Source: an optimization exercise on an open RTL-to-GDS flow (aim: small area, a short achievable clock period and few clock cycles). Production flows keep margins and buffers that such runs may drop. Only simulation tests tie the RTL to the original design; equivalence was not proved. Power and IR drop assume default switching activity.

$ cat flow/run.sh
#!/bin/bash
# synth_recipe.tcl (not shown) runs the flow's synth.tcl, then flattens the netlist and writes it again
# the make line also repeats each setting of config.mk as NAME=value (left out here)
make -C /OpenROAD-flow-scripts/flow DESIGN_CONFIG=/design/flow/config.mk WORK_HOME=/design/flow/orfs CLKGATE_MAP_FILE= SYNTH_SCRIPT=/design/flow/synth_recipe.tcl finish
$ cat flow/config.mk
export PLATFORM = sky130hd
export DESIGN_NAME = fold_codec
export DESIGN_NICKNAME = fold_codec
export VERILOG_FILES = /design/flow/design.v
export SDC_FILE = /design/flow/constraint.sdc
export NUM_CORES = 4
export LEC_CHECK = 0
export ABC_AREA = 1
export CAP_MARGIN = 20
export CORE_MARGIN = 2
export CORE_UTILIZATION = 40
export PLACE_DENSITY = 0.6
export SLEW_MARGIN = 20
$ cat flow/constraint.sdc
create_clock -name core_clock -period 45.0 [get_ports {clk}]
set_input_delay 9.0000 -clock core_clock [delete_from_list [all_inputs] [get_ports {clk}]]
set_output_delay 9.0000 -clock core_clock [all_outputs]
set_load 0.01 [all_outputs]
$ cat flow/design.v
module fold_enc_lane (
    input  wire        kind,      
    input  wire [7:0]  max_e,     
    input  wire        special,   
    input  wire [15:0] v,         
    output wire [11:0] f          
);
    wire       sign = v[15];
    wire [7:0] e    = v[14:7];
    wire [6:0] frac = v[6:0];
    wire       ez   = ~(|e);
    wire [7:0] sig = {~ez, frac};
    wire [7:0] ee  = {e[7:1], e[0] | ez};
    reg  [3:0] d;
    reg        bw;
    reg        big;
    integer k;
    always @* begin
        bw = 1'b0;
        for (k = 0; k < 4; k = k + 1) begin
            d[k] = max_e[k] ^ ee[k] ^ bw;
            bw   = (~max_e[k] & (ee[k] | bw)) | (ee[k] & bw);
        end
        big = ({1'b0, max_e[7:4]} > {1'b0, ee[7:4]} + 5'd1) |
              (({1'b0, max_e[7:4]} == {1'b0, ee[7:4]} + 5'd1) & ~bw);
    end
    wire [10:0] sx   = kind ? {2'b00, sig, 1'b0} : {sig, 3'b000};
    wire [21:0] ext  = {sx, 11'd0} >> d;
    wire [10:0] q    = ext[21:11];
    wire        rnd  = ext[10] & ((|ext[9:0]) | q[0]);
    reg  [10:0] m;
    always @* begin
        for (k = 0; k < 11; k = k + 1)
            m[k] = q[k] ^ (rnd & ((q & ((11'd1 << k) - 11'd1)) == ((11'd1 << k) - 11'd1)));
    end
    wire is_inf = (&e) & ~(|frac);
    wire [10:0] mag = special ? {11{is_inf}} : (big ? 11'd0 : m);
    assign f = kind ? {2'b00, sign, mag[8:0]} : {sign, mag};
endmodule
module fold_dec_lane (
    input  wire        kind,      
    input  wire [7:0]  big_e,     
    input  wire        e_ff,      
    input  wire        e_hi,      
    input  wire [11:0] f,         
    output wire [15:0] v          
);
    wire        sign = kind ? f[9] : f[11];
    wire [10:0] mm   = kind ? {f[8:0], 2'b00} : f[10:0];
    wire        ones = kind ? (&f[8:0]) : (&f[10:0]);
    wire        nz   = |mm;
    reg [3:0] lz;
    integer k;
    always @* begin
        lz = 4'd11;
        for (k = 0; k < 11; k = k + 1)
            if (mm[k]) lz = 4'd10 - k[3:0];
    end
    wire        normal = nz & (e_hi | (big_e[3:0] > lz));
    wire [3:0]  s      = normal ? lz + 4'd1 : big_e[3:0];
    wire [11:0] x      = {1'b0, mm} << s;
    reg [7:0] ex;
    reg       bw;
    always @* begin
        bw = 1'b0;
        for (k = 0; k < 8; k = k + 1) begin
            ex[k] = big_e[k] ^ (k < 4 ? lz[k & 3] : 1'b0) ^ bw;
            bw    = (~big_e[k] & ((k < 4 ? lz[k & 3] : 1'b0) | bw)) |
                    ((k < 4 ? lz[k & 3] : 1'b0) & bw);
        end
    end
    wire        rnd  = x[3] & (x[2] | x[1] | x[0] | x[4]);
    wire [14:0] pre  = {normal ? ex : 8'd0, x[10:4]};
    reg  [14:0] word;
    always @* begin
        for (k = 0; k < 15; k = k + 1)
            word[k] = pre[k] ^ (rnd & ((pre & ((15'd1 << k) - 15'd1)) == ((15'd1 << k) - 15'd1)));
    end
    assign v = e_ff ? (ones ? {sign, 15'h7F80} : 16'h7FC0)
                    : {sign, nz ? word : 15'd0};
endmodule
module fold_encoder (
    input  wire         kind,      
    input  wire [255:0] blk,       
    input  wire [7:0]   max_e,     
    input  wire         all_zero,  
    output wire [7:0]   big_e,
    output wire [191:0] field,     
    output wire         special    
);
    assign special = &max_e;
    assign big_e   = all_zero ? 8'd0 : max_e;
    wire [11:0] f [0:15];
    genvar g;
    generate
        for (g = 0; g < 16; g = g + 1) begin : lane
            fold_enc_lane u_lane (
                .kind    (kind),
                .max_e   (max_e),
                .special (special),
                .v       (blk[16*g+15 -: 16]),
                .f       (f[g])
            );
        end
    endgenerate
    reg [191:0] packed_f;
    integer j;
    always @* begin
        packed_f = 192'd0;
        for (j = 0; j < 16; j = j + 1) begin
            if (kind) packed_f[10*j +: 10] = f[j][9:0];
            else      packed_f[12*j +: 12] = f[j];
        end
    end
    assign field = packed_f;
endmodule
module fold_max_exp (
    input  wire [255:0] blk,
    output wire [7:0]   max_e,
    output wire         all_zero
);
    reg [7:0]  mx;
    reg [15:0] alive;
    reg [15:0] hit;
    reg        az;
    integer b, i;
    always @* begin
        alive = 16'hFFFF;
        for (b = 7; b >= 0; b = b - 1) begin
            for (i = 0; i < 16; i = i + 1)
                hit[i] = alive[i] & blk[16*i+7+b];
            mx[b] = |hit;
            if (mx[b]) alive = hit;
        end
        az = 1'b1;
        for (i = 0; i < 16; i = i + 1)
            if (blk[16*i+14 -: 15] != 15'd0) az = 1'b0;
    end
    assign max_e    = {mx[7:1], mx[0] | ~(|mx[7:1])};
    assign all_zero = az;
endmodule
module fold_decoder (
    input  wire         kind,      
    input  wire [7:0]   big_e,
    input  wire [191:0] field,
    output wire [255:0] blk        
);
    wire e_ff = &big_e;
    wire e_hi = |big_e[7:4];
    genvar g;
    generate
        for (g = 0; g < 16; g = g + 1) begin : lane
            wire [11:0] f = kind ? {2'b00, field[10*g +: 10]} : field[12*g +: 12];
            fold_dec_lane u_lane (
                .kind  (kind),
                .big_e (big_e),
                .e_ff  (e_ff),
                .e_hi  (e_hi),
                .f     (f),
                .v     (blk[16*g+15 -: 16])
            );
        end
    endgenerate
endmodule
module fold_codec (
    input  wire         clk,
    input  wire         rst,         
    input  wire         in_valid,
    output wire         in_ready,
    input  wire         in_dir,      
    input  wire         in_kind,     
    input  wire [255:0] in_data,
    output reg          out_valid,
    output reg  [255:0] out_data,
    output reg          out_special
);
    assign in_ready = 1'b1;
    reg         r_valid;
    reg         r_dir;
    reg         r_kind;
    reg [255:0] r_data;
    always @(posedge clk) begin
        if (rst) r_valid <= 1'b0;
        else     r_valid <= in_valid;
        r_dir  <= in_dir;
        r_kind <= in_kind;
        r_data <= in_data;
    end
    wire [7:0] max_e;
    wire       all_zero;
    fold_max_exp u_max (
        .blk      (r_data),
        .max_e    (max_e),
        .all_zero (all_zero)
    );
    reg         s_valid;
    reg         s_dir;
    reg         s_kind;
    reg [255:0] s_data;
    reg [7:0]   s_max_e;
    reg         s_all_zero;
    always @(posedge clk) begin
        if (rst) s_valid <= 1'b0;
        else     s_valid <= r_valid;
        s_dir      <= r_dir;
        s_kind     <= r_kind;
        s_data     <= r_data;
        s_max_e    <= max_e;
        s_all_zero <= all_zero;
    end
    wire [7:0]   enc_e;
    wire [191:0] enc_field;
    wire         enc_special;
    wire [255:0] dec_blk;
    fold_encoder u_enc (
        .kind     (s_kind),
        .blk      (s_data),
        .max_e    (s_max_e),
        .all_zero (s_all_zero),
        .big_e    (enc_e),
        .field    (enc_field),
        .special  (enc_special)
    );
    fold_decoder u_dec (
        .kind  (s_kind),
        .big_e (s_data[7:0]),
        .field (s_data[199:8]),
        .blk   (dec_blk)
    );
    always @(posedge clk) begin
        if (rst) out_valid <= 1'b0;
        else     out_valid <= s_valid;
        out_data    <= s_dir ? dec_blk : {56'd0, enc_field, enc_e};
        out_special <= ~s_dir & enc_special;
    end
endmodule
==> results by group <==
Pwr
  – Power density cells: 50.4 mW/mm²
  – Net Sw Power: 1640 µW
  – Seq pwr share: 24.4%
  – Worst-case vdd ir drop: 0.0000328 V
  – Cell internal pwr: 1780 µW
  – Sw Share: 47.9%
  – Logic pwr share: 53.9%
  – Clock Power Share: 21.6%
  – Leak: 0.0317 µW

CTS
  – CTS HTree Levels: 3
  – CTS clk-pin slew, worst paths: 60 ps
  – Postcts setup bufs: 0
  – CTS tree: done
  – Cts hold-fix bufs: 0
  – Worst-Skew Late Latency: 740 ps
  – CTS Buffer Depth: 3
  – Root buffer selected by CTS: clkbuf_16
  – CTS Buf Count: 86
  – Clock sink count: 785
  – Post-CTS Resized: 0

Placement
  – Placer Congestion: 1.03
  – Cells after DPL: 11400
  – Port Buffers: 518
  – Hpwl dp: 220 mm

Die
  – CORE AREA: 0.143 mm²
  – Die Width: 384 µm
  – Io pins: 520
  – DIE HEIGHT: 384 µm
  – Die area: 0.148 mm²
  – Starting Density: 40.3%
  – FP Rows: 139

Route
  – Per-cell routed wire length: 23.6 µm
  – DR vias: 65000
  – First DRT Iteration DRCs: 7325
  – Vias per cell: 5.61
  – First-pass DRT Iterations: 9
  – Routed wire length: 274 mm
  – Post-route ant nets: 0
  – DRC: 0

GRT
  – All-Layer GR Usage: 35.7%
  – Largest net degree at the start of global routing: 142
  – Initial antenna violation count: 29
  – Vias in the first global route: 58500
  – First-pass GRT wire length: 388 mm
  – GRT overflow: 0

Worst setup path
  – Req. time, crit path: 36000 ps
  – Arrival time of the worst setup path: 1600 ps
  – CP cell instances: clkdlybuf4s50_1
  – Top delay family on crit path: buffers and inverters
  – CP Class: reg2out
  – Slowest CP cell: clkdlybuf4s50_1
  – Slowest stage delay, CP: 560 ps
  – WP buf/inv: 1
  – Worst-path maximum fanout: 1
  – Setup crit start kind: flop
  – CP Capture Type: output pin

Layout
  – Fin nets: 10200
  – Final core utilization: 47.3%
  – P&R area growth vs syn: 17.3%
  – FILL cells: 15100
  – Final std cells w/o fill: 11600
  – Fraction of layout cells with a size suffix above 1: 3.96%

Status
  – Outcome: no timing/DRC/antenna violations

STA
  – Fmax: 0.0943 GHz
  – Hold Vio Cnt, Final: 0
  – Worst slew pin tran: 1360 ps
  – Clock skew: 37.6 ps
  – Setup TNS: 0 ps
  – Final Critical Period: 10600 ps
  – Final number of setup-violating endpoints: 0
  – Fin crit share: 23.6%
  – Worst relative slew slack: 8.32%
  – RSZ-0062 raised after global routing: false
  – Pins Over Slew Limit: 0

Min path
  – Worst min-delay path category: reg2reg

Synthesis
  – Syn nets: 9849
  – Post-synthesis instance total: 9204
  – Synth warn: 5
  – Sequential cell area fraction in the yosys report: 27.2%
  – Async S/R FF share, synth: 0%
  – Top cell type's share of synthesized area: 27.2%
  – Number of synthesized flops with an enable pin: 0
  – Number of synthesized register bits: 785
  – Post-Syn Area: 0.0578 mm²
  – Top FF cell, synth: dfxtp_1
  – Post-Syn Area per Cell: 6.28 µm²
  – Synth area leader: dfxtp_1
  – Netlist cell types: 70
  – Synth top area cells: dfxtp_1 (27%), nand2_1 (14%), inv_1 (9.0%)

Flow run
  – Max_cap viols: 0
-- per-stage QoR --
step	instance area, µm²	worst slack (ps)	hold WS (ps)	total power [µW]
after floorplan	57800	35670	310	2020
after global placement	64800	35160	311	2640
after detailed placement	64800	35130	312	2640
after CTS	67800	34350	323	3380
after global routing	67800	34340	327	3650
final	67800	34400	321	3420
-- path summary, 6_finish.rpt --
kind,startpoint,depth (start not counted),endpoint,slack [ps]
worst max-delay path,out_data[148],1,out_data[148],34400
worst min-delay path,r_kind,0,s_kind,320
worst max register to register,s_kind,52,out_data[142],35470
worst min register to register,r_kind,0,s_kind,320
-- power by group through the flow --
stage                     clock, µW  sequential, µW  combinational [µW]
after floorplan                   0             846                1180
after detailed placement          0             848                1790
final                           739             835                1840
after global placement            0             845                1790
after CTS                       750             833                1800
after global routing            777             839                2030
-- logic make-up after synthesis --
family,synth area share [%]
buffers and inverters,11.5
muxes,0.952
DFF,27.2
other,0.00649
adders and majority gates,9.56
and+or+nand+nor,30.8
AOI/OAI and AO/OA,18.9
xor gates and xnor gates,1.09
-- cell usage after synthesis, types with 10 or more instances --
cell       count
o211ai_1      82
a31oi_1       53
clkinv_1      33
buf_1         17
clkbuf_1     215
o31ai_1       27
fa_1          96
inv_1       1379
a2111oi_0     10
o311ai_0      13
nor2_1      1090
o2111ai_1     13
and3_1        11
a22oi_1       11
o21ai_1       49
a311oi_1      11
ha_1         288
o22ai_1       76
o221ai_1      43
o41ai_1       11
inv_2         18
nand4_1      113
nor3_1       117
nor4_1       150
dfxtp_1      785
or2_2         58
nand3_1      454
a211oi_1      19
mux2i_1       55
a221oi_1      14
o21ai_0     1015
a21oi_1      394
xor2_1        45
xnor2_1       27
o21a_1        17
o21bai_1      24
buf_2         46
a32o_1        13
nand2_1     2181
nand2_2       16
-- registers in the layout (all words and copies together), names as in the netlist, 8 cells and up --
register / count
out_data: 256
r_data: 256
s_data: 256
s_max_e: 8
-- cells in the final DEF, fill, tap and decap left out, types with 14 or more instances in the layout --
cell type	n
nand2_1	2181
inv_1	1372
nor2_1	1086
o21ai_0	1010
dfxtp_1	779
clkdlybuf4s50_1	518
nand3_1	454
a21oi_1	394
ha_1	288
nor4_1	146
nor3_1	116
nand4_1	113
fa_1	96
clkbuf_16	88
o211ai_1	82
buf_4	77
o22ai_1	76
or2_2	58
mux2i_1	55
a31oi_1	53
o21ai_1	52
xor2_1	45
o221ai_1	43
clkinv_1	30
o31ai_1	27
xnor2_1	27
inv_2	26
o21bai_1	24
a211oi_1	19
o21a_1	17
nand2_2	16
diode_2	14
a221oi_1	14
-- area by class of cell --
class / count / area [µm²] / share of cell area [%]
antenna: 14 / 35.0 / 0.0517
multi-input combinational: 6693 / 35500 / 52.4
timing repair buffer: 597 / 5800 / 8.56
clock inverter: 51 / 588 / 0.867
tap: 1903 / 2380 / 3.51
sequential: 785 / 15700 / 23.2
inverter: 1430 / 5380 / 7.93
clock buffer: 107 / 2370 / 3.50
-- routing by layer --
layer / global-route usage [%] / routed length (µm) / share of wire, % / vias up
met4: 16.4 / 13800 / 5.1 / 10
met1: 49.5 / 117000 / 43 / 30000
met3: 7.06 / 29700 / 11 / 586
li1: - / - / - / 30900
met2: 53.1 / 113000 / 41 / 3502
met5: 0 / 72 / 0.026 / -
Testbench counts, summed over its fixed seeds: cycles 6,008.

port drivers added, routing unchanged:
In the flow no input, the clock included, has a driving cell. The finished layout below was timed again as built, in two steps. Step 1: set_driving_cell puts a clkbuf_16 on clk and a buf_2 on each other input, an assumption about the parent block. Step 2 adds t to the input delays and takes it off the output delays; t is the mean of the earliest and latest rising clock arrival at the registers after step 1. Input paths then give back, and output paths get back, about the clock's delay inside the block. Three values: ideal ports, drivers, drivers and shift; two values: the first two.
shift t [ns]: 0.804
setup slack, ns: 34.398 / 34.314 / 35.118
slew at the worst register clock pin (ns): 0.07 / 0.07
After both steps this run still meets setup and hold. For this run, drivers alone change the setup slack by -0.084 ns; drivers and shift together by +0.720 ns.
